Background: an optimization exercise with open tools, aiming at small area and a short achievable clock period. Do not read the settings as production practice.
No run shown here included a check of the RTL's function; only the layout flow was run.

File: flow/run.sh
#!/bin/bash
# synth_recipe.tcl (not shown) runs the flow's synth.tcl, then flattens the netlist and writes it again
# the make line also repeats each setting of config.mk as NAME=value (left out here)
make -C /OpenROAD-flow-scripts/flow DESIGN_CONFIG=/design/flow/config.mk WORK_HOME=/design/flow/orfs CLKGATE_MAP_FILE= SYNTH_SCRIPT=/design/flow/synth_recipe.tcl finish
File: flow/config.mk
export PLATFORM = sky130hd
export DESIGN_NAME = cast_unit
export DESIGN_NICKNAME = cast_unit
export VERILOG_FILES = /design/flow/design.v
export SDC_FILE = /design/flow/constraint.sdc
export NUM_CORES = 4
export LEC_CHECK = 0
export CAP_MARGIN = 20
export CORE_MARGIN = 2
export CORE_UTILIZATION = 40
export SLEW_MARGIN = 20
File: flow/constraint.sdc
create_clock -name core_clock -period 24.0 [get_ports {clk}]
set_input_delay 4.8000 -clock core_clock [delete_from_list [all_inputs] [get_ports {clk}]]
set_output_delay 4.8000 -clock core_clock [all_outputs]
set_load 0.01 [all_outputs]
File: flow/design.v
module cast_unit_add32 (
    input  wire [31:0] a,
    input  wire [31:0] b,
    output wire [31:0] s,
    output wire [31:0] c       
);
    wire [191:0] g, p;
    assign g[31:0] = a & b;
    assign p[31:0] = a ^ b;
    genvar l, i;
    generate
        for (l = 0; l < 5; l = l + 1) begin : lv
            for (i = 0; i < 32; i = i + 1) begin : bt
                if ((i >> l) & 1) begin : n
                    localparam integer J = ((i >> l) << l) - 1;
                    assign g[(l+1)*32+i] = g[l*32+i] | (p[l*32+i] & g[l*32+J]);
                    assign p[(l+1)*32+i] = p[l*32+i] & p[l*32+J];
                end else begin : w
                    assign g[(l+1)*32+i] = g[l*32+i];
                    assign p[(l+1)*32+i] = p[l*32+i];
                end
            end
        end
    endgenerate
    assign c = g[191:160];
    assign s = p[31:0] ^ {c[30:0], 1'b0};
endmodule
module cast_unit_round #(parameter [31:0] K = 32'd0) (
    input  wire [31:0] x,
    input  wire [31:0] y,
    output wire [31:0] xo,
    output wire [31:0] yo
);
    wire [31:0] cs = x ^ y ^ K;
    wire [31:0] cc = (x & y) | (x & K) | (y & K);
    wire [31:0] xa;
    wire [31:0] unused_c;
    cast_unit_add32 add (.a(cs), .b({cc[30:0], 1'b0}), .s(xa), .c(unused_c));
    assign yo = {y[19:0], y[31:20]} ^ xa;
    assign xo = {xa[11:0], xa[31:12]} ^ yo;
endmodule
module cast_unit (
    input  wire        clk,
    input  wire        rst,
    input  wire        in_valid,
    input  wire [5:0]  in_src_fmt,
    input  wire [5:0]  in_dst_fmt,
    input  wire [1:0]  in_round,
    input  wire        in_ovf,
    input  wire [31:0] in_code,
    input  wire [63:0] in_seed,
    input  wire [15:0] in_tag,
    input  wire [47:0] in_idx,
    output reg         out_valid,
    output reg  [31:0] out_code,
    output reg         out_sat,
    output reg         out_nan,
    output reg         out_err
);
    reg        a_valid;
    reg [5:0]  a_src, a_dst;
    reg [1:0]  a_rnd;
    reg        a_ovf;
    reg [31:0] a_code;
    reg [31:0] a_x, a_y;
    always @(posedge clk) begin
        if (rst)
            a_valid <= 1'b0;
        else
            a_valid <= in_valid;
        a_src  <= in_src_fmt;
        a_dst  <= in_dst_fmt;
        a_rnd  <= in_round;
        a_ovf  <= in_ovf;
        a_code <= in_code;
        a_x    <= in_idx[31:0] ^ in_seed[31:0];
        a_y    <= {in_tag, in_idx[47:32]} ^ in_seed[63:32];
    end
    wire [31:0] x1, y1, x2, y2;
    cast_unit_round #(.K(32'h9E37_79B9)) rd1 (.x(a_x), .y(a_y), .xo(x1), .yo(y1));
    cast_unit_round #(.K(32'h3C6E_F372)) rd2 (.x(x1), .y(y1), .xo(x2), .yo(y2));
    wire sF32 = (a_src == 6'h01), sB16 = (a_src == 6'h02), sF16 = (a_src == 6'h03);
    wire sE43 = (a_src == 6'h04), sE52 = (a_src == 6'h05), sE32 = (a_src == 6'h06);
    wire sE23 = (a_src == 6'h07), sE21 = (a_src == 6'h08);
    wire sI32 = (a_src == 6'h10), sI16 = (a_src == 6'h11), sI8  = (a_src == 6'h12);
    wire sU8  = (a_src == 6'h13), sI4  = (a_src == 6'h14), sU4  = (a_src == 6'h15);
    wire sI3  = (a_src == 6'h16), sI2  = (a_src == 6'h17), sTN  = (a_src == 6'h18);
    wire sMK  = (a_src == 6'h19);
    wire s_fl = sF32 | sB16 | sF16 | sE43 | sE52 | sE32 | sE23 | sE21;
    wire s_in = sI32 | sI16 | sI8 | sU8 | sI4 | sU4 | sI3 | sI2 | sTN | sMK;
    wire [31:0] c = a_code;
    wire        f_sg = (sF32 & c[31]) | ((sB16 | sF16) & c[15]) | ((sE43 | sE52) & c[7]) |
                       ((sE32 | sE23) & c[5]) | (sE21 & c[3]);
    wire [7:0]  f_ef = ({8{sF32}} & c[30:23]) | ({8{sB16}} & c[14:7]) |
                       ({8{sF16}} & {3'd0, c[14:10]}) | ({8{sE43}} & {4'd0, c[6:3]}) |
                       ({8{sE52}} & {3'd0, c[6:2]}) | ({8{sE32}} & {5'd0, c[4:2]}) |
                       ({8{sE23}} & {6'd0, c[4:3]}) | ({8{sE21}} & {6'd0, c[2:1]});
    wire [22:0] f_mf = ({23{sF32}} & c[22:0]) | ({23{sB16}} & {c[6:0], 16'd0}) |
                       ({23{sF16}} & {c[9:0], 13'd0}) | ({23{sE43 | sE23}} & {c[2:0], 20'd0}) |
                       ({23{sE52 | sE32}} & {c[1:0], 21'd0}) | ({23{sE21}} & {c[0], 22'd0});
    wire        f_efmax = (sF32 & (&c[30:23])) | (sB16 & (&c[14:7])) | (sF16 & (&c[14:10])) |
                          (sE43 & (&c[6:3])) | (sE52 & (&c[6:2]));
    wire        f_hasinf = sF32 | sB16 | sF16 | sE52;
    wire        f_efz  = (f_ef == 8'd0);
    wire        f_mz   = (f_mf == 23'd0);
    wire        fl_inf = f_hasinf & f_efmax & f_mz;
    wire        fl_nan = (f_hasinf & f_efmax & ~f_mz) | (sE43 & f_efmax & (&c[2:0]));
    wire [7:0]  f_bias = ({8{sF32 | sB16}} & 8'd127) | ({8{sF16 | sE52}} & 8'd15) |
                         ({8{sE43}} & 8'd7) | ({8{sE32}} & 8'd3) | ({8{sE23 | sE21}} & 8'd1);
    wire [9:0]  f_e    = {2'b0, f_ef[7:1], f_ef[0] | f_efz} - {2'b0, f_bias};
    wire        tern_n = (c[1:0] == 2'd0), tern_p = (c[1:0] == 2'd2);
    wire        i_neg  = (sI32 & c[31]) | (sI16 & c[15]) | (sI8 & c[7]) | (sI4 & c[3]) |
                         (sI3 & c[2]) | (sI2 & c[1]) | (sTN & tern_n);
    wire [31:0] i_sx   = ({32{sI32}} & c) | ({32{sI16}} & {{16{c[15]}}, c[15:0]}) |
                         ({32{sI8}} & {{24{c[7]}}, c[7:0]}) | ({32{sU8}} & {24'd0, c[7:0]}) |
                         ({32{sI4}} & {{28{c[3]}}, c[3:0]}) | ({32{sU4}} & {28'd0, c[3:0]}) |
                         ({32{sI3}} & {{29{c[2]}}, c[2:0]}) | ({32{sI2}} & {{30{c[1]}}, c[1:0]}) |
                         ({32{sTN}} & {{31{tern_n}}, tern_n | tern_p}) | ({32{sMK}} & {31'd0, c[0]});
    wire [31:0] i_mag  = (i_sx ^ {32{i_neg}}) + {31'd0, i_neg};
    wire [31:0] f_in  = s_fl ? {~f_efz, f_mf, 8'd0} : i_mag;
    wire [9:0]  e31   = s_fl ? f_e : 10'd31;
    wire        sgn   = s_fl ? f_sg : i_neg;
    wire        v_zero = ~(|f_in);
    wire [4:0] lz, tz;
    cast_unit_lzc lzc (.v(f_in), .n(lz));
    cast_unit_lzc tzc (.v({f_in[0], f_in[1], f_in[2], f_in[3], f_in[4], f_in[5], f_in[6], f_in[7],
                           f_in[8], f_in[9], f_in[10], f_in[11], f_in[12], f_in[13], f_in[14], f_in[15],
                           f_in[16], f_in[17], f_in[18], f_in[19], f_in[20], f_in[21], f_in[22], f_in[23],
                           f_in[24], f_in[25], f_in[26], f_in[27], f_in[28], f_in[29], f_in[30], f_in[31]}),
                       .n(tz));
    wire signed [9:0] lg = $signed(e31) - $signed({5'd0, lz});    
    wire dF32 = (a_dst == 6'h01), dB16 = (a_dst == 6'h02), dF16 = (a_dst == 6'h03);
    wire dE43 = (a_dst == 6'h04), dE52 = (a_dst == 6'h05), dE32 = (a_dst == 6'h06);
    wire dE23 = (a_dst == 6'h07), dE21 = (a_dst == 6'h08);
    wire d_fl = dF32 | dB16 | dF16 | dE43 | dE52 | dE32 | dE23 | dE21;
    wire d_in = (a_dst[5:3] == 3'b010) | (a_dst == 6'h18) | (a_dst == 6'h19);
    wire [4:0] d_mb   = ({5{dF32}} & 5'd23) | ({5{dB16}} & 5'd7) | ({5{dF16}} & 5'd10) |
                        ({5{dE43 | dE23}} & 5'd3) | ({5{dE52 | dE32}} & 5'd2) | ({5{dE21}} & 5'd1);
    wire [7:0] d_bias = ({8{dF32 | dB16}} & 8'd127) | ({8{dF16 | dE52}} & 8'd15) |
                        ({8{dE43}} & 8'd7) | ({8{dE32}} & 8'd3) | ({8{dE23 | dE21}} & 8'd1);
    wire signed [9:0] emin = $signed(10'd1) - $signed({2'b0, d_bias});
    wire              sub  = d_fl & (lg < emin);
    wire signed [9:0] d_i  = $signed(10'd15) - $signed(e31);
    wire signed [9:0] d_fs = $signed(10'd15) - $signed({5'd0, d_mb}) + emin - $signed(e31);
    wire signed [9:0] d_fn = $signed(10'd15) - $signed({5'd0, d_mb}) - $signed({5'd0, lz});
    wire signed [9:0] d    = ~d_fl ? d_i : (sub ? d_fs : d_fn);
    wire signed [9:0] t0   = d + $signed(10'd39);
    wire [6:0]        t    = t0[9] ? 7'd0 : (|t0[8:7]) ? 7'd127 : t0[6:0];
    wire [70:0]       ext  = {f_in, 39'd0};
    wire [70:0]       ush  = ext >> t;
    wire [47:0]       u    = ush[47:0];
    wire              lost = ($signed({5'd0, tz}) < d);
    wire              big  = ~d_fl & (lg > $signed(10'd31));
    wire signed [9:0] ebx  = lg + $signed({2'b0, d_bias});        
    wire              a_err = ~(s_fl | s_in) | ~(d_fl | d_in) | (a_rnd == 2'd3);
    reg        b_valid;
    reg [31:0] b_x, b_y;
    reg [31:0] b_stp;
    reg [15:0] b_f16;
    reg        b_lost, b_rne, b_sr, b_rtz;
    reg        b_sgn, b_err, b_nan, b_inf, b_zero, b_big, b_sub, b_ovf;
    reg [5:0]  b_dst;
    reg [7:0]  b_ebx;
    always @(posedge clk) begin
        if (rst)
            b_valid <= 1'b0;
        else
            b_valid <= a_valid;
        b_x    <= x2;
        b_y    <= y2;
        b_stp  <= u[47:16];
        b_f16  <= u[15:0];
        b_lost <= lost;
        b_rne  <= (a_rnd == 2'd0);
        b_sr   <= (a_rnd == 2'd2);
        b_rtz  <= (a_rnd == 2'd1);
        b_sgn  <= sgn;
        b_err  <= a_err;
        b_nan  <= s_fl & fl_nan;
        b_inf  <= s_fl & fl_inf;
        b_zero <= v_zero;
        b_big  <= big;
        b_sub  <= sub;
        b_ovf  <= a_ovf;
        b_dst  <= a_dst;
        b_ebx  <= ebx[7:0];
    end
    wire [31:0] x3, y3, x4, y4;
    cast_unit_round #(.K(32'hDAA6_6D2B)) rd3 (.x(b_x), .y(b_y), .xo(x3), .yo(y3));
    cast_unit_round #(.K(32'h78DD_E6E4)) rd4 (.x(x3), .y(y3), .xo(x4), .yo(y4));
    wire [31:0] dsum, dcar;
    cast_unit_add32 fin (.a(x4), .b(y4), .s(dsum), .c(dcar));
    wire [31:0] ssum, scar;
    cast_unit_add32 srs (.a({b_f16, 16'd0}), .b({dsum[31:16], 16'd0}), .s(ssum), .c(scar));
    wire        sr_up  = scar[31];
    wire        rne_up = b_f16[15] & ((|b_f16[14:0]) | b_lost | b_stp[0]);
    wire        up     = (b_rne & rne_up) | (b_sr & sr_up);
    wire eF32 = (b_dst == 6'h01), eB16 = (b_dst == 6'h02), eF16 = (b_dst == 6'h03);
    wire eE43 = (b_dst == 6'h04), eE52 = (b_dst == 6'h05), eE32 = (b_dst == 6'h06);
    wire eE23 = (b_dst == 6'h07), eE21 = (b_dst == 6'h08);
    wire eI32 = (b_dst == 6'h10), eI16 = (b_dst == 6'h11), eI8  = (b_dst == 6'h12);
    wire eU8  = (b_dst == 6'h13), eI4  = (b_dst == 6'h14), eU4  = (b_dst == 6'h15);
    wire eI3  = (b_dst == 6'h16), eI2  = (b_dst == 6'h17), eTN  = (b_dst == 6'h18);
    wire eMK  = (b_dst == 6'h19);
    wire e_fl = eF32 | eB16 | eF16 | eE43 | eE52 | eE32 | eE23 | eE21;
    wire e_int = eI32 | eI16 | eI8 | eU8 | eI4 | eU4 | eI3 | eI2;
    wire [7:0]  ex  = b_sub ? 8'd0 : b_ebx;
    wire [31:0] m   = b_stp;
    wire [31:0] fmag0 = ({32{eF32}} & {1'b0, ex, m[22:0]}) | ({32{eB16}} & {16'd0, 1'b0, ex, m[6:0]}) |
                        ({32{eF16}} & {13'd0, 1'b0, ex, m[9:0]}) | ({32{eE43 | eE23}} & {20'd0, 1'b0, ex, m[2:0]}) |
                        ({32{eE52 | eE32}} & {21'd0, 1'b0, ex, m[1:0]}) | ({32{eE21}} & {22'd0, 1'b0, ex, m[0]});
    wire [31:0] mag0 = e_fl ? fmag0 : m;
    wire [31:0] lim = ({32{eF32}} & 32'h7F7F_FFFF) | ({32{eB16}} & 32'h7F7F) | ({32{eF16}} & 32'h7BFF) |
                      ({32{eE43}} & 32'h7E) | ({32{eE52}} & 32'h7B) | ({32{eE32 | eE23}} & 32'h1F) |
                      ({32{eE21}} & 32'h7) |
                      ({32{eI32}} & {b_sgn, {31{~b_sgn}}}) | ({32{eI16}} & {16'd0, b_sgn, {15{~b_sgn}}}) |
                      ({32{eI8}} & {24'd0, b_sgn, {7{~b_sgn}}}) | ({32{eU8}} & {24'd0, {8{~b_sgn}}}) |
                      ({32{eI4}} & {28'd0, b_sgn, {3{~b_sgn}}}) | ({32{eU4}} & {28'd0, {4{~b_sgn}}}) |
                      ({32{eI3}} & {29'd0, b_sgn, {2{~b_sgn}}}) | ({32{eI2}} & {30'd0, b_sgn, ~b_sgn}) |
                      ({32{eTN}} & 32'd1);
    wire        gt   = b_big | (mag0 > lim);
    wire        eq   = ~b_big & (mag0 == lim);
    wire        over = gt | (eq & up);
    wire        neg  = b_sgn & ~e_fl;
    wire [31:0] res  = (mag0 ^ {32{neg}}) + {31'd0, up ^ neg};
    wire [31:0] sbit = {b_sgn & eF32, 15'd0, b_sgn & (eB16 | eF16), 7'd0, b_sgn & (eE43 | eE52), 1'b0,
                        b_sgn & (eE32 | eE23), 1'b0, b_sgn & eE21, 3'd0};
    wire [31:0] wmask = ({32{eI32}} & 32'hFFFF_FFFF) | ({32{eI16}} & 32'hFFFF) | ({32{eI8 | eU8}} & 32'hFF) |
                        ({32{eI4 | eU4}} & 32'hF) | ({32{eI3}} & 32'h7) | ({32{eI2}} & 32'h3);
    wire        inf_ok = b_ovf & ~b_rtz;
    reg [31:0]  ovf_code;
    always @* begin
        ovf_code = sbit | lim;
        if (inf_ok & eF32) ovf_code = sbit | 32'h7F80_0000;
        if (inf_ok & eB16) ovf_code = sbit | 32'h7F80;
        if (inf_ok & eF16) ovf_code = sbit | 32'h7C00;
        if (inf_ok & eE52) ovf_code = sbit | 32'h7C;
        if (inf_ok & eE43) ovf_code = sbit | 32'h7F;
        if (e_int) ovf_code = lim;
        if (eTN) ovf_code = b_sgn ? 32'd0 : 32'd2;
    end
    reg [31:0] res_code;
    reg        res_sat;
    always @* begin
        res_code = 32'd0;
        res_sat  = 1'b0;
        if (b_err) begin
            res_code = 32'd0;
        end else if (eMK) begin
            res_code = {31'd0, ~b_zero};
        end else if (b_nan) begin
            res_code = ({32{eF32}} & 32'h7FC0_0000) | ({32{eB16}} & 32'h7FC0) | ({32{eF16}} & 32'h7E00) |
                       ({32{eE43}} & 32'h7F) | ({32{eE52}} & 32'h7E) | ({32{eTN}} & 32'd1);
        end else if (b_inf) begin
            res_code = ovf_code;
            res_sat  = 1'b1;
        end else if (b_zero) begin
            res_code = e_fl ? sbit : {31'd0, eTN};
        end else if (over) begin
            res_code = ovf_code;
            res_sat  = 1'b1;
        end else if (e_fl) begin
            res_code = sbit | res;
        end else if (eTN) begin
            res_code = (mag0[0] | up) ? (b_sgn ? 32'd0 : 32'd2) : 32'd1;
        end else begin
            res_code = res & wmask;
        end
    end
    always @(posedge clk) begin
        if (rst)
            out_valid <= 1'b0;
        else
            out_valid <= b_valid;
        out_code <= res_code;
        out_sat  <= res_sat;
        out_nan  <= b_nan & ~b_err;
        out_err  <= b_err;
    end
endmodule
module cast_unit_lzc (
    input  wire [31:0] v,
    output wire [4:0]  n
);
    wire [15:0] a1;           
    wire [15:0] n1;           
    genvar i;
    generate
        for (i = 0; i < 16; i = i + 1) begin : l1
            assign a1[i] = v[2*i+1] | v[2*i];
            assign n1[i] = ~v[2*i+1];
        end
    endgenerate
    wire [7:0] a2; wire [15:0] n2;
    generate
        for (i = 0; i < 8; i = i + 1) begin : l2
            assign a2[i] = a1[2*i+1] | a1[2*i];
            assign n2[2*i+1:2*i] = a1[2*i+1] ? {1'b0, n1[2*i+1]} : {1'b1, n1[2*i]};
        end
    endgenerate
    wire [3:0] a3; wire [11:0] n3;
    generate
        for (i = 0; i < 4; i = i + 1) begin : l3
            assign a3[i] = a2[2*i+1] | a2[2*i];
            assign n3[3*i+2:3*i] = a2[2*i+1] ? {1'b0, n2[4*i+3:4*i+2]} : {1'b1, n2[4*i+1:4*i]};
        end
    endgenerate
    wire [1:0] a4; wire [7:0] n4;
    generate
        for (i = 0; i < 2; i = i + 1) begin : l4
            assign a4[i] = a3[2*i+1] | a3[2*i];
            assign n4[4*i+3:4*i] = a3[2*i+1] ? {1'b0, n3[6*i+5:6*i+3]} : {1'b1, n3[6*i+2:6*i]};
        end
    endgenerate
    assign n = a4[1] ? {1'b0, n4[7:4]} : {1'b1, n4[3:0]};
endmodule
==> impl_metrics.env, run 1 <==
export IMPL_run_status="timing/DRC/antenna clean"
export IMPL_die_w_um=272
export IMPL_dp_cells=4719
export IMPL_gr_usage_all_layers_pct=24.2
export IMPL_cts_root_buffer_cell="sky130_fd_sc_hd__clkbuf_16"
export IMPL_r2r_start="b_y[2]$_DFF_P_"
export IMPL_finalSetupViolCount=0
export IMPL_avgViaCountPerCell=5.68
export IMPL_worstSetupPathType="reg -> reg"
export IMPL_initial_core_util_pct=40.3
export IMPL_worstReg2RegEnd="out_code[31]$_SDFF_PP0_"
export IMPL_placeable_area_um2=71400
export IMPL_number_of_global_route_vias_before_repair=25500
export IMPL_slowest_stage="sky130_fd_sc_hd__o41ai_1"
export IMPL_grt_met3_usage_pct=3.66
export IMPL_dr_total_vias=27200
export IMPL_post_synth_edffs=0
export IMPL_crit_arrival_ps=14390
export IMPL_globalRoute_totalOverflow=0
export IMPL_regToRegSetupSlack_ps=10060
export IMPL_crit_path_max_fanout=7
export IMPL_cp_data_required_time_ps=24450
export IMPL_grt_first_pass_wirelength_um=144000
export IMPL_synth_yosys_seq_area_share_pct=20.0
export IMPL_net_count_reported_at_finish=4309
export IMPL_io_pins=214
export IMPL_holdPathStages=0
export IMPL_worst_hold_startpoint="a_ovf$_DFF_P_"
export IMPL_layout_cells_non_filler=4781
export IMPL_cts_hold_repair_buffers=0
export IMPL_cts_buf_count=36
export IMPL_numClockSinks=287
export IMPL_post_route_drc_violation_count=0
export IMPL_area_growth_pct=14.2
export IMPL_final_hold_viol_count=0
export IMPL_clock_tree_from_tritoncts="yes"
export IMPL_synthFlopType="sky130_fd_sc_hd__dfxtp_1"
export IMPL_postSynth_asyncResetShare_pct=0
export IMPL_cts_resized=0
export IMPL_global_route_peak_usage_layer="met2"
export IMPL_worst_r2r_path_depth=64
export IMPL_htree_levels=2
export IMPL_shortest_period_the_worst_path_allows_ps=13940
export IMPL_fin_crit_sh_pct=58.1
export IMPL_grt_util_met1_pct=33.7
export IMPL_fmax_ghz=0.0717
export IMPL_routedWlPerCell_um=19.4
export IMPL_max_cap_violations=0
export IMPL_gpl_final_weighted_congestion=0.961
export IMPL_skew_ps=15.2
export IMPL_num_rows=98
export IMPL_grt_max_degree=42
export IMPL_final_core_util_pct=46.1
export IMPL_mappedNetlistArea_um2=28800
export IMPL_detail_route_first_pass_iterations=7
export IMPL_slew_limit_headroom_pct=20.0
export IMPL_cp_end_kind="flip-flop"
export IMPL_floorplan_die_area_um2=74100
export IMPL_grt_met2_usage_pct=38.4
export IMPL_antenna_left=0
export IMPL_final_max_slew_violation_count=0
export IMPL_die_h_um=272
export IMPL_worst_slew_pin_slew_ps=1190
export IMPL_synth_ff_latch_count=287
export IMPL_post_cts_setup_buffers=0
export IMPL_cts_max_path_buffers=3
export IMPL_yosysWarnings=1
export IMPL_rsz_0062_raised_after_global_routing="no"
export IMPL_grt_antenna_before_repair=4
export IMPL_critical_path_max_stage_delay_ps=610
export IMPL_worstHoldEndpoint="b_ovf$_DFF_P_"
export IMPL_setup_worst_path_start_class="flip-flop"
export IMPL_port_buffer_count=213
export IMPL_hp_class="reg -> reg"
export IMPL_fin_tns_setup_ps=0
export IMPL_count_of_different_cell_masters_after_synthesis=122
export IMPL_cpMostUsedCell="sky130_fd_sc_hd__a21o_1"
export IMPL_place_detailed_hpwl_um=75800
export IMPL_initialDrtViolationCount=2270
export IMPL_syn_area_per_cell_um2=7.85
export IMPL_synth_net_count=4169
export IMPL_drive_above_1_share_pct=4.75
export IMPL_worst_skew_pair_late_latency_ps=560
export IMPL_clk_pin_slew_worst_paths_ps=60
export IMPL_netlist_instances=3669
export IMPL_routed_wirelength_um=92700
==> stage by stage <==
step | hold WS, ps | setup WS [ps] | cell area (um^2)
floorplan | 310 | 11420 | 28800
CTS | 336 | 9850 | 32800
global route | 353 | 8840 | 32900
detailed placement | 323 | 9850 | 31700
global placement | 312 | 10250 | 31700
finish | 329 | 10060 | 32900
==> kinds of logic (layout without fill, tap and decap cells) <==
kind of cell             count (synthesis)  count (layout)  share of synthesized area [%]
AND/OR/NAND/NOR                       1113            1113                           19.3
AO/OA/AOI/OAI                          938             938                           21.8
XOR/XNOR                               469             469                           14.7
buffers and inverters                  442             603                           6.04
adder cells (fa/ha/maj)                327             327                           14.8
flip-flops                             287             287                           20.0
multiplexers                            93              93                           3.47
other                                    0               1                              0
==> registers in the layout, indices dropped and copies added (netlist names), 8 cells and up <==
| signal | cells |
|---|---|
| a_code | 32 |
| a_x | 32 |
| b_stp | 32 |
| out_code | 32 |
| b_x | 32 |
| b_y | 32 |
| a_y | 32 |
| b_ebx | 8 |
| b_f16 | 16 |
==> routing by layer <==
metal	routed length [um]	share of wire, %	vias up
li1	-	-	13300
met1	42300	46	12600
met2	40900	44	1089
met3	6610	7.1	171
met4	2730	2.9	4
met5	29	0.031	-
==> cells in the mapped netlist, types with 26 or more instances <==
| cell type | instances | area (um^2) |
|---|---|---|
| sky130_fd_sc_hd__and3_1 | 32 | 200 |
| sky130_fd_sc_hd__a22oi_1 | 53 | 398 |
| sky130_fd_sc_hd__nor4_1 | 26 | 163 |
| sky130_fd_sc_hd__nor2_1 | 275 | 1030 |
| sky130_fd_sc_hd__mux2i_1 | 71 | 711 |
| sky130_fd_sc_hd__nand3_1 | 72 | 360 |
| sky130_fd_sc_hd__nor2b_1 | 56 | 350 |
| sky130_fd_sc_hd__buf_2 | 26 | 130 |
| sky130_fd_sc_hd__a31oi_1 | 33 | 206 |
| sky130_fd_sc_hd__ha_1 | 300 | 3750 |
| sky130_fd_sc_hd__a21o_1 | 63 | 473 |
| sky130_fd_sc_hd__dfxtp_1 | 287 | 5750 |
| sky130_fd_sc_hd__and2_1 | 49 | 307 |
| sky130_fd_sc_hd__nand4_1 | 47 | 294 |
| sky130_fd_sc_hd__o211ai_1 | 31 | 233 |
| sky130_fd_sc_hd__nand2b_1 | 46 | 288 |
| sky130_fd_sc_hd__nand2_1 | 301 | 1130 |
| sky130_fd_sc_hd__clkbuf_1 | 91 | 342 |
| sky130_fd_sc_hd__xor2_1 | 222 | 1940 |
| sky130_fd_sc_hd__a21oi_1 | 228 | 1140 |
| sky130_fd_sc_hd__o21ai_0 | 193 | 966 |
| sky130_fd_sc_hd__inv_1 | 302 | 1130 |
| sky130_fd_sc_hd__nor3_1 | 88 | 440 |
| sky130_fd_sc_hd__o21bai_1 | 27 | 203 |
| sky130_fd_sc_hd__xnor2_1 | 239 | 2090 |
==> worst max path at each step <==
stage	from	endpoint	slack, ps	cells past startpoint
finish	b_y[2]$_DFF_P_	out_code[31]$_SDFF_PP0_	10060	64
detailed placement	b_y[1]$_DFF_P_	out_code[31]$_SDFF_PP0_	9850	65
global placement	b_y[1]$_DFF_P_	out_code[31]$_SDFF_PP0_	10250	65
floorplan	b_y[2]$_DFF_P_	out_code[31]$_SDFF_PP0_	11420	60
CTS	b_y[1]$_DFF_P_	out_code[31]$_SDFF_PP0_	9850	65
global route	b_y[1]$_DFF_P_	out_code[31]$_SDFF_PP0_	8840	67
==> critical path: cells and delay by family, from the launching register on <==
family	cells	cell delay, ps
adders and majority gates	5	1380
buffers and inverters	3	490
and+or+nand+nor	17	3490
xor gates and xnor gates	4	970
AOI/OAI and AO/OA	35	7180
DFF	1	330
==> cell type report <==
cell class / count / area, um^2
multi-input cells: 2940 / 21300
repair buffers: 239 / 2320
diodes: 1 / 2.50
clock buffers: 47 / 982
fillers: 7189 / 38500
inverters: 305 / 1140
clock inverters: 12 / 150
well taps: 950 / 1190
flip-flops and latches: 287 / 5750
==> cells in the final DEF (no fill, tap or decap), types with 46 or more instances in the layout <==
cell type and count:
sky130_fd_sc_hd__a21o_1 63, sky130_fd_sc_hd__a21oi_1 228, sky130_fd_sc_hd__a22oi_1 53, sky130_fd_sc_hd__and2_1 49, sky130_fd_sc_hd__clkdlybuf4s50_1 213, sky130_fd_sc_hd__dfxtp_1 287, sky130_fd_sc_hd__ha_1 300, sky130_fd_sc_hd__inv_1 302
sky130_fd_sc_hd__mux2i_1 69, sky130_fd_sc_hd__nand2_1 301, sky130_fd_sc_hd__nand2b_1 46, sky130_fd_sc_hd__nand3_1 72, sky130_fd_sc_hd__nand4_1 47, sky130_fd_sc_hd__nor2_1 275, sky130_fd_sc_hd__nor2b_1 56, sky130_fd_sc_hd__nor3_1 88
sky130_fd_sc_hd__o21ai_0 193, sky130_fd_sc_hd__xnor2_1 238, sky130_fd_sc_hd__xor2_1 222
==> run 2: changes to the inputs <==
--- a/flow/design.v
+++ b/flow/design.v
@@ -1,11 +1,11 @@
 module cast_unit_add32 (
     input  wire [31:0] a,
-    input  wire [31:0] b,
-    output wire [31:0] s,
-    output wire [31:0] c       
+    input  wire [30:0] b,
+    output wire [31:0] s
 );
+    wire [31:0]  bb = {b, 1'b0};
     wire [191:0] g, p;
-    assign g[31:0] = a & b;
-    assign p[31:0] = a ^ b;
+    assign g[31:0] = a & bb;
+    assign p[31:0] = a ^ bb;
     genvar l, i;
     generate
@@ -23,20 +23,53 @@
         end
     endgenerate
-    assign c = g[191:160];
-    assign s = p[31:0] ^ {c[30:0], 1'b0};
+    assign s = p[31:0] ^ {g[190:160], 1'b0};
 endmodule
-module cast_unit_round #(parameter [31:0] K = 32'd0) (
-    input  wire [31:0] x,
+module cast_unit_cout32 (
+    input  wire [31:0] a,
+    input  wire [31:0] b,
+    output wire        co
+);
+    wire [63:0] g, p;
+    assign g[31:0] = a & b;
+    assign p[31:0] = a ^ b;
+    genvar i;
+    generate
+        for (i = 0; i < 16; i = i + 1) begin : l1
+            assign g[32+i] = g[2*i+1] | (p[2*i+1] & g[2*i]);
+            assign p[32+i] = p[2*i+1] & p[2*i];
+        end
+        for (i = 0; i < 8; i = i + 1) begin : l2
+            assign g[48+i] = g[32+2*i+1] | (p[32+2*i+1] & g[32+2*i]);
+            assign p[48+i] = p[32+2*i+1] & p[32+2*i];
+        end
+        for (i = 0; i < 4; i = i + 1) begin : l3
+            assign g[56+i] = g[48+2*i+1] | (p[48+2*i+1] & g[48+2*i]);
+            assign p[56+i] = p[48+2*i+1] & p[48+2*i];
+        end
+        for (i = 0; i < 2; i = i + 1) begin : l4
+            assign g[60+i] = g[56+2*i+1] | (p[56+2*i+1] & g[56+2*i]);
+            assign p[60+i] = p[56+2*i+1] & p[56+2*i];
+        end
+    endgenerate
+    assign g[63:62] = 2'b00;
+    assign p[63:62] = 2'b00;
+    assign co = g[61] | (p[61] & g[60]);
+endmodule
+module cast_unit_round #(parameter [31:0] KN = 32'd0) (
+    input  wire [31:0] cs,
+    input  wire [30:0] cc,
     input  wire [31:0] y,
-    output wire [31:0] xo,
-    output wire [31:0] yo
+    output wire [31:0] ao,
+    output wire [31:0] yo,
+    output wire [31:0] cso,
+    output wire [30:0] cco
 );
-    wire [31:0] cs = x ^ y ^ K;
-    wire [31:0] cc = (x & y) | (x & K) | (y & K);
     wire [31:0] xa;
-    wire [31:0] unused_c;
-    cast_unit_add32 add (.a(cs), .b({cc[30:0], 1'b0}), .s(xa), .c(unused_c));
-    assign yo = {y[19:0], y[31:20]} ^ xa;
-    assign xo = {xa[11:0], xa[31:12]} ^ yo;
+    cast_unit_add32 add (.a(cs), .b(cc), .s(xa));
+    assign yo  = {y[19:0], y[31:20]} ^ xa;
+    assign ao  = {xa[11:0], xa[31:12]};
+    assign cso = ao ^ KN;
+    wire [31:0] ccw = (KN & (ao | yo)) | (~KN & ~ao & yo);
+    assign cco = ccw[30:0];
 endmodule
 module cast_unit (
@@ -58,4 +91,6 @@
     output reg         out_err
 );
+    localparam [31:0] K1 = 32'h9E37_79B9, K2 = 32'h3C6E_F372,
+                      K3 = 32'hDAA6_6D2B, K4 = 32'h78DD_E6E4;
     reg        a_valid;
     reg [5:0]  a_src, a_dst;
@@ -77,7 +112,10 @@
         a_y    <= {in_tag, in_idx[47:32]} ^ in_seed[63:32];
     end
-    wire [31:0] x1, y1, x2, y2;
-    cast_unit_round #(.K(32'h9E37_79B9)) rd1 (.x(a_x), .y(a_y), .xo(x1), .yo(y1));
-    cast_unit_round #(.K(32'h3C6E_F372)) rd2 (.x(x1), .y(y1), .xo(x2), .yo(y2));
+    wire [31:0] cs1  = a_x ^ a_y ^ K1;
+    wire [31:0] cc1w = (a_x & a_y) | (a_x & K1) | (a_y & K1);
+    wire [31:0] a1, y1, cs2, a2, y2, cs3_u;
+    wire [30:0] cc2, cc3_u;
+    cast_unit_round #(.KN(K2)) rd1 (.cs(cs1), .cc(cc1w[30:0]), .y(a_y), .ao(a1), .yo(y1), .cso(cs2), .cco(cc2));
+    cast_unit_round #(.KN(K3)) rd2 (.cs(cs2), .cc(cc2), .y(y1), .ao(a2), .yo(y2), .cso(cs3_u), .cco(cc3_u));
     wire sF32 = (a_src == 6'h01), sB16 = (a_src == 6'h02), sF16 = (a_src == 6'h03);
     wire sE43 = (a_src == 6'h04), sE52 = (a_src == 6'h05), sE32 = (a_src == 6'h06);
@@ -117,8 +155,10 @@
                          ({32{sI3}} & {{29{c[2]}}, c[2:0]}) | ({32{sI2}} & {{30{c[1]}}, c[1:0]}) |
                          ({32{sTN}} & {{31{tern_n}}, tern_n | tern_p}) | ({32{sMK}} & {31'd0, c[0]});
-    wire [31:0] i_mag  = (i_sx ^ {32{i_neg}}) + {31'd0, i_neg};
-    wire [31:0] f_in  = s_fl ? {~f_efz, f_mf, 8'd0} : i_mag;
-    wire [9:0]  e31   = s_fl ? f_e : 10'd31;
-    wire        sgn   = s_fl ? f_sg : i_neg;
+    wire [31:0] por;
+    cast_unit_por por_i (.v(i_sx), .o(por));
+    wire [31:0] i_mag  = i_sx ^ ({32{i_neg}} & por);
+    wire [31:0] f_in   = s_fl ? {~f_efz, f_mf, 8'd0} : i_mag;
+    wire [9:0]  e31    = s_fl ? f_e : 10'd31;
+    wire        sgn    = s_fl ? f_sg : i_neg;
     wire        v_zero = ~(|f_in);
     wire [4:0] lz, tz;
@@ -129,5 +169,4 @@
                            f_in[24], f_in[25], f_in[26], f_in[27], f_in[28], f_in[29], f_in[30], f_in[31]}),
                        .n(tz));
-    wire signed [9:0] lg = $signed(e31) - $signed({5'd0, lz});    
     wire dF32 = (a_dst == 6'h01), dB16 = (a_dst == 6'h02), dF16 = (a_dst == 6'h03);
     wire dE43 = (a_dst == 6'h04), dE52 = (a_dst == 6'h05), dE32 = (a_dst == 6'h06);
@@ -135,25 +174,23 @@
     wire d_fl = dF32 | dB16 | dF16 | dE43 | dE52 | dE32 | dE23 | dE21;
     wire d_in = (a_dst[5:3] == 3'b010) | (a_dst == 6'h18) | (a_dst == 6'h19);
-    wire [4:0] d_mb   = ({5{dF32}} & 5'd23) | ({5{dB16}} & 5'd7) | ({5{dF16}} & 5'd10) |
-                        ({5{dE43 | dE23}} & 5'd3) | ({5{dE52 | dE32}} & 5'd2) | ({5{dE21}} & 5'd1);
-    wire [7:0] d_bias = ({8{dF32 | dB16}} & 8'd127) | ({8{dF16 | dE52}} & 8'd15) |
-                        ({8{dE43}} & 8'd7) | ({8{dE32}} & 8'd3) | ({8{dE23 | dE21}} & 8'd1);
-    wire signed [9:0] emin = $signed(10'd1) - $signed({2'b0, d_bias});
-    wire              sub  = d_fl & (lg < emin);
-    wire signed [9:0] d_i  = $signed(10'd15) - $signed(e31);
-    wire signed [9:0] d_fs = $signed(10'd15) - $signed({5'd0, d_mb}) + emin - $signed(e31);
-    wire signed [9:0] d_fn = $signed(10'd15) - $signed({5'd0, d_mb}) - $signed({5'd0, lz});
-    wire signed [9:0] d    = ~d_fl ? d_i : (sub ? d_fs : d_fn);
-    wire signed [9:0] t0   = d + $signed(10'd39);
-    wire [6:0]        t    = t0[9] ? 7'd0 : (|t0[8:7]) ? 7'd127 : t0[6:0];
-    wire [70:0]       ext  = {f_in, 39'd0};
-    wire [70:0]       ush  = ext >> t;
-    wire [47:0]       u    = ush[47:0];
-    wire              lost = ($signed({5'd0, tz}) < d);
+    wire [5:0] d_cm   = ({6{dF32}} & 6'd31) | ({6{dB16}} & 6'd47) | ({6{dF16}} & 6'd44) |
+                        ({6{dE43 | dE23}} & 6'd51) | ({6{dE52 | dE32}} & 6'd52) | ({6{dE21}} & 6'd53);
+    wire [6:0] d_bm   = ({7{dF32 | dB16}} & 7'd126) | ({7{dF16 | dE52}} & 7'd14) |
+                        ({7{dE43}} & 7'd6) | ({7{dE32}} & 7'd2);
+    wire signed [9:0] eb   = $signed(e31) + $signed({3'd0, d_bm});
+    wire              sub  = d_fl & ($signed({5'd0, lz}) > eb);
+    wire signed [9:0] t_i  = $signed(10'd54) - $signed(e31);
+    wire signed [9:0] t_f  = $signed({4'd0, d_cm}) - (sub ? eb : $signed({5'd0, lz}));
+    wire signed [9:0] t0   = d_fl ? t_f : t_i;
+    wire [6:0]        t    = t0[9] ? 7'd0 : (t0 > 10'sd70) ? 7'd127 : t0[6:0];
+    wire [47:0]       u;
+    cast_unit_shr shr (.v(f_in), .t(t), .u(u));
+    wire              lost = ($signed({5'd0, tz}) + $signed(10'd39) < t0);
+    wire signed [9:0] lg   = $signed(e31) - $signed({5'd0, lz});
     wire              big  = ~d_fl & (lg > $signed(10'd31));
-    wire signed [9:0] ebx  = lg + $signed({2'b0, d_bias});        
+    wire signed [9:0] ebx  = eb - $signed({5'd0, lz}) + $signed(10'd1);    
     wire              a_err = ~(s_fl | s_in) | ~(d_fl | d_in) | (a_rnd == 2'd3);
     reg        b_valid;
-    reg [31:0] b_x, b_y;
+    reg [31:0] b_a, b_y;
     reg [31:0] b_stp;
     reg [15:0] b_f16;
@@ -167,5 +204,5 @@
         else
             b_valid <= a_valid;
-        b_x    <= x2;
+        b_a    <= a2;
         b_y    <= y2;
         b_stp  <= u[47:16];
@@ -186,12 +223,19 @@
         b_ebx  <= ebx[7:0];
     end
-    wire [31:0] x3, y3, x4, y4;
-    cast_unit_round #(.K(32'hDAA6_6D2B)) rd3 (.x(b_x), .y(b_y), .xo(x3), .yo(y3));
-    cast_unit_round #(.K(32'h78DD_E6E4)) rd4 (.x(x3), .y(y3), .xo(x4), .yo(y4));
-    wire [31:0] dsum, dcar;
-    cast_unit_add32 fin (.a(x4), .b(y4), .s(dsum), .c(dcar));
-    wire [31:0] ssum, scar;
-    cast_unit_add32 srs (.a({b_f16, 16'd0}), .b({dsum[31:16], 16'd0}), .s(ssum), .c(scar));
-    wire        sr_up  = scar[31];
+    wire [31:0] cs3  = b_a ^ K3;
+    wire [31:0] cc3w = (K3 & (b_a | b_y)) | (~K3 & ~b_a & b_y);
+    wire [31:0] a3, y3, cs4, a4, y4, cs5_u;
+    wire [30:0] cc4, cc5_u;
+    cast_unit_round #(.KN(K4)) rd3 (.cs(cs3), .cc(cc3w[30:0]), .y(b_y), .ao(a3), .yo(y3), .cso(cs4), .cco(cc4));
+    cast_unit_round #(.KN(32'd0)) rd4 (.cs(cs4), .cc(cc4), .y(y3), .ao(a4), .yo(y4), .cso(cs5_u), .cco(cc5_u));
+    wire [31:0] ev  = ~a4 & y4;
+    wire [31:0] e2  = {ev[30:0], 1'b0};
+    wire [31:0] ff  = {b_f16, 16'd0};
+    wire [31:0] ts  = a4 ^ e2 ^ ff;
+    wire [31:0] tc  = (a4 & e2) | (a4 & ff) | (e2 & ff);
+    wire        c_s, c_t;
+    cast_unit_cout32 co_s (.a(a4), .b(e2), .co(c_s));
+    cast_unit_cout32 co_t (.a(ts), .b({tc[30:0], 1'b0}), .co(c_t));
+    wire        sr_up  = c_s ? (tc[31] & c_t) : (tc[31] ^ c_t);
     wire        rne_up = b_f16[15] & ((|b_f16[14:0]) | b_lost | b_stp[0]);
     wire        up     = (b_rne & rne_up) | (b_sr & sr_up);
@@ -223,5 +267,14 @@
     wire        over = gt | (eq & up);
     wire        neg  = b_sgn & ~e_fl;
-    wire [31:0] res  = (mag0 ^ {32{neg}}) + {31'd0, up ^ neg};
+    wire [31:0] ma   = mag0 ^ {32{neg}};
+    wire [31:0] pand;                            
+    assign pand[0] = 1'b1;
+    genvar gi;
+    generate
+        for (gi = 1; gi < 32; gi = gi + 1) begin : pa
+            assign pand[gi] = pand[gi-1] & ma[gi-1];
+        end
+    endgenerate
+    wire [31:0] res  = ma ^ ({32{up ^ neg}} & pand);
     wire [31:0] sbit = {b_sgn & eF32, 15'd0, b_sgn & (eB16 | eF16), 7'd0, b_sgn & (eE43 | eE52), 1'b0,
                         b_sgn & (eE32 | eE23), 1'b0, b_sgn & eE21, 3'd0};
@@ -279,10 +332,84 @@
     end
 endmodule
+module cast_unit_por (
+    input  wire [31:0] v,
+    output wire [31:0] o
+);
+    wire [191:0] q;
+    assign q[31:0] = v;
+    genvar l, i;
+    generate
+        for (l = 0; l < 5; l = l + 1) begin : lv
+            for (i = 0; i < 32; i = i + 1) begin : bt
+                if ((i >> l) & 1) begin : n
+                    localparam integer J = ((i >> l) << l) - 1;
+                    assign q[(l+1)*32+i] = q[l*32+i] | q[l*32+J];
+                end else begin : w
+                    assign q[(l+1)*32+i] = q[l*32+i];
+                end
+            end
+        end
+    endgenerate
+    assign o = {q[190:160], 1'b0};
+endmodule
+module cast_unit_shr (
+    input  wire [31:0] v,
+    input  wire [6:0]  t,
+    output wire [47:0] u
+);
+    wire [31:0]  w0 = v;
+    wire [32:0]  w1;
+    wire [34:0]  w2;
+    wire [38:0]  w3;
+    wire [46:0]  w4;
+    wire [62:0]  w5;
+    wire [94:0]  w6;
+    wire [158:0] w7;
+    genvar k;
+    generate
+        for (k = 0; k < 33; k = k + 1) begin : s0
+            wire hi = (k     <= 31) ? w0[(k     <= 31) ? k     : 0] : 1'b0;    
+            wire lo = (k - 1 >= 0)  ? w0[(k - 1 >= 0)  ? k - 1 : 0] : 1'b0;    
+            assign w1[k] = t[0] ? hi : lo;
+        end
+        for (k = 0; k < 35; k = k + 1) begin : s1
+            wire hi = (k     <= 32) ? w1[(k     <= 32) ? k     : 0] : 1'b0;
+            wire lo = (k - 2 >= 0)  ? w1[(k - 2 >= 0)  ? k - 2 : 0] : 1'b0;
+            assign w2[k] = t[1] ? hi : lo;
+        end
+        for (k = 0; k < 39; k = k + 1) begin : s2
+            wire hi = (k     <= 34) ? w2[(k     <= 34) ? k     : 0] : 1'b0;
+            wire lo = (k - 4 >= 0)  ? w2[(k - 4 >= 0)  ? k - 4 : 0] : 1'b0;
+            assign w3[k] = t[2] ? hi : lo;
+        end
+        for (k = 0; k < 47; k = k + 1) begin : s3
+            wire hi = (k     <= 38) ? w3[(k     <= 38) ? k     : 0] : 1'b0;
+            wire lo = (k - 8 >= 0)  ? w3[(k - 8 >= 0)  ? k - 8 : 0] : 1'b0;
+            assign w4[k] = t[3] ? hi : lo;
+        end
+        for (k = 0; k < 63; k = k + 1) begin : s4
+            wire hi = (k     <= 46) ? w4[(k     <= 46) ? k     : 0] : 1'b0;
+            wire lo = (k - 16 >= 0) ? w4[(k - 16 >= 0) ? k - 16 : 0] : 1'b0;
+            assign w5[k] = t[4] ? hi : lo;
+        end
+        for (k = 0; k < 95; k = k + 1) begin : s5
+            wire hi = (k     <= 62) ? w5[(k     <= 62) ? k     : 0] : 1'b0;
+            wire lo = (k - 32 >= 0) ? w5[(k - 32 >= 0) ? k - 32 : 0] : 1'b0;
+            assign w6[k] = t[5] ? hi : lo;
+        end
+        for (k = 0; k < 159; k = k + 1) begin : s6
+            wire hi = (k     <= 94) ? w6[(k     <= 94) ? k     : 0] : 1'b0;
+            wire lo = (k - 64 >= 0) ? w6[(k - 64 >= 0) ? k - 64 : 0] : 1'b0;
+            assign w7[k] = t[6] ? hi : lo;
+        end
+    endgenerate
+    assign u = w7[135:88];
+endmodule
 module cast_unit_lzc (
     input  wire [31:0] v,
     output wire [4:0]  n
 );
-    wire [15:0] a1;           
-    wire [15:0] n1;           
+    wire [15:0] a1;
+    wire [15:0] n1;
     genvar i;
     generate
==> flow/flow/run.sh (new file) <==
#!/bin/bash
set -euo pipefail
bash standard.sh SETUP_SLACK_MARGIN=14 finish > make.log 2>&1
==> flow/standard.sh (new file) <==
#!/bin/bash
# synth_recipe.tcl (not shown) runs the flow's synth.tcl, then flattens the netlist and writes it again
# the make line also repeats each setting of config.mk as NAME=value (left out here)
make -C /OpenROAD-flow-scripts/flow DESIGN_CONFIG=/design/flow/config.mk WORK_HOME=/design/flow/orfs CLKGATE_MAP_FILE= SYNTH_SCRIPT=/design/flow/synth_recipe.tcl "${@:-finish}"
removed: flow/run.sh
==> run 2 against run 1 <==
Net effect:
- still clean on timing, DRC and antenna
- core utilization up 4.0 points
- wire length is 4.9% higher
- cell area rose by 6.3%
==> impl_metrics.env, run 2 <==
export IMPL_run_status="timing/DRC/antenna clean"
export IMPL_crit_path_max_fanout=11
export IMPL_worst_skew_pair_late_latency_ps=580
export IMPL_die_h_um=269
export IMPL_netlist_instances=3576
export IMPL_antenna_left=0
export IMPL_fmax_ghz=0.103
export IMPL_synth_net_count=4091
export IMPL_place_detailed_hpwl_um=76200
export IMPL_shortest_period_the_worst_path_allows_ps=9710
export IMPL_worstReg2RegEnd="b_stp[14]$_SDFF_PP0_"
export IMPL_mostFrequentLayoutCells="sky130_fd_sc_hd__nand2_1, sky130_fd_sc_hd__inv_1, sky130_fd_sc_hd__ha_1"
export IMPL_final_max_slew_violation_count=0
export IMPL_synthMostInstantiatedCell="sky130_fd_sc_hd__nand2_1"
export IMPL_crit_arrival_ps=10100
export IMPL_critical_path_max_stage_delay_ps=650
export IMPL_gr_usage_all_layers_pct=25.8
export IMPL_finalSetupViolCount=0
export IMPL_syn_area_per_cell_um2=7.85
export IMPL_routedWlPerCell_um=20.1
export IMPL_setup_worst_path_end="b_stp[14]$_SDFF_PP0_"
export IMPL_grt_first_pass_wirelength_um=148000
export IMPL_worstSetupPathType="reg -> reg"
export IMPL_fin_crit_sh_pct=40.5
export IMPL_initialDrtViolationCount=2325
export IMPL_critical_path_buf_inv_count=7
export IMPL_die_w_um=269
export IMPL_count_of_different_cell_masters_after_synthesis=102
export IMPL_number_of_global_route_vias_before_repair=25900
export IMPL_grt_max_degree=51
export IMPL_critical_path_top_delay_family="compound AO/OA/AOI/OAI gates"
export IMPL_detail_route_first_pass_iterations=6
export IMPL_avgViaCountPerCell=5.74
export IMPL_synth_top_cell_area_share_pct=20.5
export IMPL_dr_total_vias=27700
export IMPL_mappedNetlistArea_um2=28100
export IMPL_worst_r2r_path_depth=47
export IMPL_max_cap_violations=0
export IMPL_fin_tns_setup_ps=0
export IMPL_path_depth=47
export IMPL_grt_antenna_before_repair=0
export IMPL_timing_critical_path_from="a_src[3]$_DFF_P_"
export IMPL_cts_max_path_buffers=3
export IMPL_slowest_stage="sky130_fd_sc_hd__or4_4"
export IMPL_synth_yosys_seq_area_share_pct=20.5
export IMPL_fin_ws_ps=14290
export IMPL_synthTopCellsByArea="sky130_fd_sc_hd__dfxtp_1, sky130_fd_sc_hd__ha_1, sky130_fd_sc_hd__xnor2_1, sky130_fd_sc_hd__xor2_1, sky130_fd_sc_hd__nand2_1"
export IMPL_post_route_drc_violation_count=0
export IMPL_rsz_0062_raised_after_global_routing="yes"
export IMPL_gpl_final_weighted_congestion=0.971
export IMPL_slew_limit_headroom_pct=15.5
export IMPL_setup_worst_path_start_class="flip-flop"
export IMPL_worst_slew_pin_slew_ps=1230
export IMPL_cp_data_required_time_ps=24390
export IMPL_cts_buf_count=35
export IMPL_drive_above_1_share_pct=14.8
export IMPL_area_growth_pct=24.6
export IMPL_hp_class="reg -> reg"
export IMPL_net_count_reported_at_finish=4383
export IMPL_yosysWarnings=1
export IMPL_initial_core_util_pct=40.2
export IMPL_n_antenna_cell=0
export IMPL_synthFlopType="sky130_fd_sc_hd__dfxtp_1"
export IMPL_clock_tree_from_tritoncts="yes"
export IMPL_synth_largest_area_cell="sky130_fd_sc_hd__dfxtp_1"
export IMPL_commonest_cells_in_the_netlist="sky130_fd_sc_hd__nand2_1, sky130_fd_sc_hd__inv_1, sky130_fd_sc_hd__ha_1"
export IMPL_postSynth_asyncResetShare_pct=0
export IMPL_port_buffer_count=213
export IMPL_io_pins=214
export IMPL_numClockSinks=287
export IMPL_pre_cts_ws_ps=11620
export IMPL_regToRegSetupSlack_ps=14290
export IMPL_cp_end_kind="flip-flop"
export IMPL_final_hold_viol_count=0
export IMPL_synth_ff_latch_count=287
export IMPL_skew_ps=46.7
export IMPL_clk_pin_slew_worst_paths_ps=70
export IMPL_r2r_start="a_src[3]$_DFF_P_"
export IMPL_placeable_area_um2=69800
export IMPL_routed_wirelength_um=97200
export IMPL_htree_levels=2
export IMPL_floorplan_die_area_um2=72300
export IMPL_layout_cells_most_common="sky130_fd_sc_hd__nand2_1"
export IMPL_cts_root_buffer_cell="sky130_fd_sc_hd__clkbuf_16"
export IMPL_num_rows=97
export IMPL_globalRoute_totalOverflow=0
export IMPL_post_synth_edffs=0
==> run 2: changes by cell type after synthesis, sizes merged, moves of 15 or more <==
| cell | previous run | this run |
|---|---|---|
| or2 | 23 | 42 |
| fa | 22 | 45 |
| o21ai | 214 | 186 |
| nand4 | 47 | 32 |
| a21o | 63 | 91 |
| nand2 | 304 | 319 |
| xor2 | 222 | 170 |
| a22oi | 54 | 39 |
| nor2b | 56 | 72 |
| o31ai | 12 | 30 |
| xnor2 | 240 | 185 |
==> run 2: through the flow <==
step	instances	util (%)	hold slack [ps]	instance area [um^2]
global route	4833	50.1	340	35000
detailed placement	4633	44.6	320	31100
CTS	4748	48.1	332	33500
global placement	4633	44.6	322	31100
floorplan	3576	-	310	28100
finish	4833	50.1	327	35000
==> run 2: final cells by class <==
type                       count  area [um^2]
multi-input combinational   2866        22100
clock inverter                15          235
inverter                     303         1150
fill                        6878        34800
clock buffer                  47         1000
tap                          940         1180
timing repair buffer         375         3560
sequential                   287         5770
==> run 2: worst min-delay path by stage <==
stage                  start             to  depth (start not counted)
6_report       a_ovf$_DFF_P_  b_ovf$_DFF_P_                          0
3_3_place_gp   a_ovf$_DFF_P_  b_ovf$_DFF_P_                          0
4_1_cts        a_ovf$_DFF_P_  b_ovf$_DFF_P_                          0
5_1_grt        a_ovf$_DFF_P_  b_ovf$_DFF_P_                          0
2_1_floorplan  a_ovf$_DFF_P_  b_ovf$_DFF_P_                          0
3_5_place_dp   a_ovf$_DFF_P_  b_ovf$_DFF_P_                          0
==> run 2: timing repair <==
item	4_1_cts	5_1_grt
pin swaps	34	77
endpoints found under the setup margin	82	81
gates cloned	5	6
hold buffers	0	0
resized for setup	152	162
setup buffers	48	79
==> run 2: layer usage <==
layer	wire length (um)	vias to the layer above	GRT usage [%]	share of wire, %
met5	0	-	0	0
met4	3980	0	9.14	4.1
met3	7120	257	4.03	7.3
met2	43500	1243	41.8	45
met1	42600	12900	34.8	44
li1	-	13300	-	-
==> run 2: worst register-to-register path: cells and delay by family, from the launching register on <==
kind,cells,cell delay [ps]
adder cells (fa/ha/maj),5,1420
AND/OR/NAND/NOR,13,2520
flip-flops,1,400
multiplexers,2,490
buffers and inverters,7,810
AO/OA/AOI/OAI,20,3850
==> run 2: cells by family (layout without fill, tap and decap cells) <==
group	Yosys count	after routing	share of synthesized area, %
multiplexers	95	95	3.56
flip-flops	287	287	20.5
XOR/XNOR	356	356	11.2
AND/OR/NAND/NOR	1118	1119	19.6
adder cells (fa/ha/maj)	337	337	16.2
buffers and inverters	429	740	6.03
AO/OA/AOI/OAI	954	959	22.9
==> run 3: changes to the inputs <==
==> flow/flow/run.sh (replaced) <==
#!/bin/bash
set -euo pipefail
bash standard.sh SETUP_SLACK_MARGIN=17 finish > make.log 2>&1
==> run 3 against run 2 <==
Net effect:
- cell area increased by 13%
- maximum frequency increased by 1.8%
- flip-flop and latch count unchanged
- via count increased by 6.9%
- largest cell class unchanged
- worst hold slack got worse by 1.9 ps
- count of clock-buffer cells in the layout fell by 1
- register-to-register slack improved by 170 ps
- synthesized area did not move
- core utilization increased by 6.4 points
- non-clock buffer count grew 212
==> impl_metrics.env, run 3 <==
export IMPL_run_status="timing/DRC/antenna clean"
export IMPL_rsz_0062_raised_after_global_routing="yes"
export IMPL_num_rows=97
export IMPL_floorplan_die_area_um2=72300
export IMPL_area_growth_pct=40.6
export IMPL_commonest_cells_in_the_netlist="sky130_fd_sc_hd__nand2_1, sky130_fd_sc_hd__inv_1, sky130_fd_sc_hd__ha_1"
export IMPL_net_count_reported_at_finish=4598
export IMPL_gpl_final_weighted_congestion=0.966
export IMPL_post_synth_edffs=0
export IMPL_antenna_left=0
export IMPL_gr_usage_all_layers_pct=27.6
export IMPL_finalSetupViolCount=0
export IMPL_syn_area_per_cell_um2=7.85
export IMPL_grt_antenna_before_repair=0
export IMPL_routedWlPerCell_um=21.5
export IMPL_final_hold_viol_count=0
export IMPL_globalRoute_totalOverflow=0
export IMPL_clk_pin_slew_worst_paths_ps=70
export IMPL_synth_largest_area_cell="sky130_fd_sc_hd__dfxtp_1"
export IMPL_clock_tree_from_tritoncts="yes"
export IMPL_fmax_ghz=0.105
export IMPL_shortest_period_the_worst_path_allows_ps=9540
export IMPL_number_of_global_route_vias_before_repair=27600
export IMPL_crit_path_max_fanout=7
export IMPL_avgViaCountPerCell=5.87
export IMPL_critical_path_max_stage_delay_ps=630
export IMPL_port_buffer_count=213
export IMPL_dp_cells=4626
export IMPL_place_detailed_hpwl_um=76300
export IMPL_grt_max_degree=40
export IMPL_postSynth_asyncResetShare_pct=0
export IMPL_fin_tns_setup_ps=0
export IMPL_synth_top_cell_area_share_pct=20.5
export IMPL_netlist_instances=3576
export IMPL_initialDrtViolationCount=3286
export IMPL_cts_hold_repair_buffers=0
export IMPL_cts_buf_count=36
export IMPL_numClockSinks=287
export IMPL_mappedNetlistArea_um2=28100
export IMPL_final_max_slew_violation_count=0
export IMPL_slowest_stage="sky130_fd_sc_hd__or4_4"
export IMPL_synth_yosys_seq_area_share_pct=20.5
export IMPL_hp_class="reg -> reg"
export IMPL_io_pins=214
export IMPL_skew_ps=26.2
export IMPL_max_cap_violations=0
export IMPL_setup_worst_path_start_class="flip-flop"
export IMPL_mostFrequentLayoutCells="sky130_fd_sc_hd__nand2_1, sky130_fd_sc_hd__inv_1, sky130_fd_sc_hd__dfxtp_1"
export IMPL_cts_root_buffer_cell="sky130_fd_sc_hd__clkbuf_16"
export IMPL_drive_above_1_share_pct=25.3
export IMPL_worstSetupPathType="reg -> reg"
export IMPL_layout_cells_most_common="sky130_fd_sc_hd__nand2_1"
export IMPL_die_w_um=269
export IMPL_routed_wirelength_um=109000
export IMPL_synth_ff_latch_count=287
export IMPL_synthTopCellsByArea="sky130_fd_sc_hd__dfxtp_1, sky130_fd_sc_hd__ha_1, sky130_fd_sc_hd__xnor2_1, sky130_fd_sc_hd__xor2_1, sky130_fd_sc_hd__nand2_1"
export IMPL_yosysWarnings=1
export IMPL_initial_core_util_pct=40.2
export IMPL_die_h_um=269
export IMPL_worst_slew_pin_slew_ps=1010
export IMPL_dr_total_vias=29700
export IMPL_synthMostInstantiatedCell="sky130_fd_sc_hd__nand2_1"
export IMPL_crit_arrival_ps=10060
export IMPL_layout_cells_non_filler=5049
export IMPL_cp_data_required_time_ps=24520
export IMPL_post_route_drc_violation_count=0
export IMPL_synthFlopType="sky130_fd_sc_hd__dfxtp_1"
export IMPL_final_core_util_pct=56.5
export IMPL_cp_end_kind="flip-flop"
export IMPL_grt_first_pass_wirelength_um=157000
export IMPL_cts_max_path_buffers=3
export IMPL_detail_route_first_pass_iterations=11
export IMPL_count_of_different_cell_masters_after_synthesis=102
export IMPL_synth_net_count=4091
export IMPL_placeable_area_um2=69800
export IMPL_slew_limit_headroom_pct=32.1
export IMPL_cpMostUsedCell="sky130_fd_sc_hd__buf_4"
export IMPL_worst_skew_pair_late_latency_ps=590
export IMPL_htree_levels=2
export IMPL_fin_crit_sh_pct=39.7
-- run 3: cell counts after synthesis --
No cell type changed its count.
-- run 3: logic make-up after synthesis --
kind of cell	count (synthesis)	synth area share [%]
AOI/OAI and AO/OA	954	22.9
xor gates and xnor gates	356	11.2
and+or+nand+nor	1118	19.6
buffers and inverters	429	6.03
adders and majority gates	337	16.2
DFF	287	20.5
muxes	95	3.56
-- run 3: per-layer routing --
layer  up-vias  track usage [%]  wire [um]
met2      1692             44.3      48200
met3       511             4.48       9650
met1     13700             36.2      44400
met5         -                0          0
met4         0             12.9       6310
li1      13800                -          -
-- run 3: area by class of cell --
type	instances	area, um^2
clock inverter	17	303
sequential	287	5790
fill	6143	30300
clock buffer	46	968
multi-input combinational	2868	24200
antenna	1	2.50
inverter	303	1150
timing repair buffer	587	5860
tap	940	1180
-- run 3: final timing paths --
check / startpoint / to / slack, ps / depth (start not counted)
hold / removal: a_ovf$_DFF_P_ / b_ovf$_DFF_P_ / 320 / 0
setup reg to reg: a_src[4]$_DFF_P_ / b_f16[13]$_SDFF_PP0_ / 14460 / 50
setup / recovery: a_src[4]$_DFF_P_ / b_f16[13]$_SDFF_PP0_ / 14460 / 50
hold reg to reg: a_ovf$_DFF_P_ / b_ovf$_DFF_P_ / 320 / 0
-- run 3: worst max-delay path: cells and delay by family, from the launching register on --
kind / cells / cell delay [ps]
compound gates: 20 / 3880
fa+ha+maj: 4 / 940
buf+inv: 15 / 1660
flops: 1 / 370
mux: 2 / 570
simple gates: 9 / 2010
-- run 3: per-stage QoR --
stage	setup WS [ps]	cell area [um^2]	hold slack [ps]
CTS	14650	37100	325
floorplan	14720	28800	310
finish	14460	39400	325
global placement	11940	31600	312
global route	14050	39400	350
detailed placement	11950	31600	312
-- run 3: what timing repair did --
action	4_1_cts	5_1_grt
gates cloned	15	4
gates resized for setup	430	297
buffers inserted	235	105
pin swaps	201	174
setup endpoints to repair	99	93

==> re-timing with driven ports <==
No port has a modelled driver above. Below, the same layouts with a new extraction and two added sets of constraints.
Step 1: set_driving_cell puts a clkbuf_16 on clk and a buf_2 on each other input, an assumption about the parent block.
Step 2 also shifts input and output timing later by t, the mid clock arrival at the registers, as if the neighbouring blocks saw the same clock.
Three values: ideal, step 1, step 2; two values: the first two.
run	t (ns)	setup slack, ns	pins driven straight from the clock port
run 1	0.613	10.060 / 10.060 / 10.060	1
run 2	0.619	14.288 / 14.288 / 14.288	1
run 3	0.638	14.461 / 14.461 / 14.461	1
After both steps setup and hold are still met in every run listed.
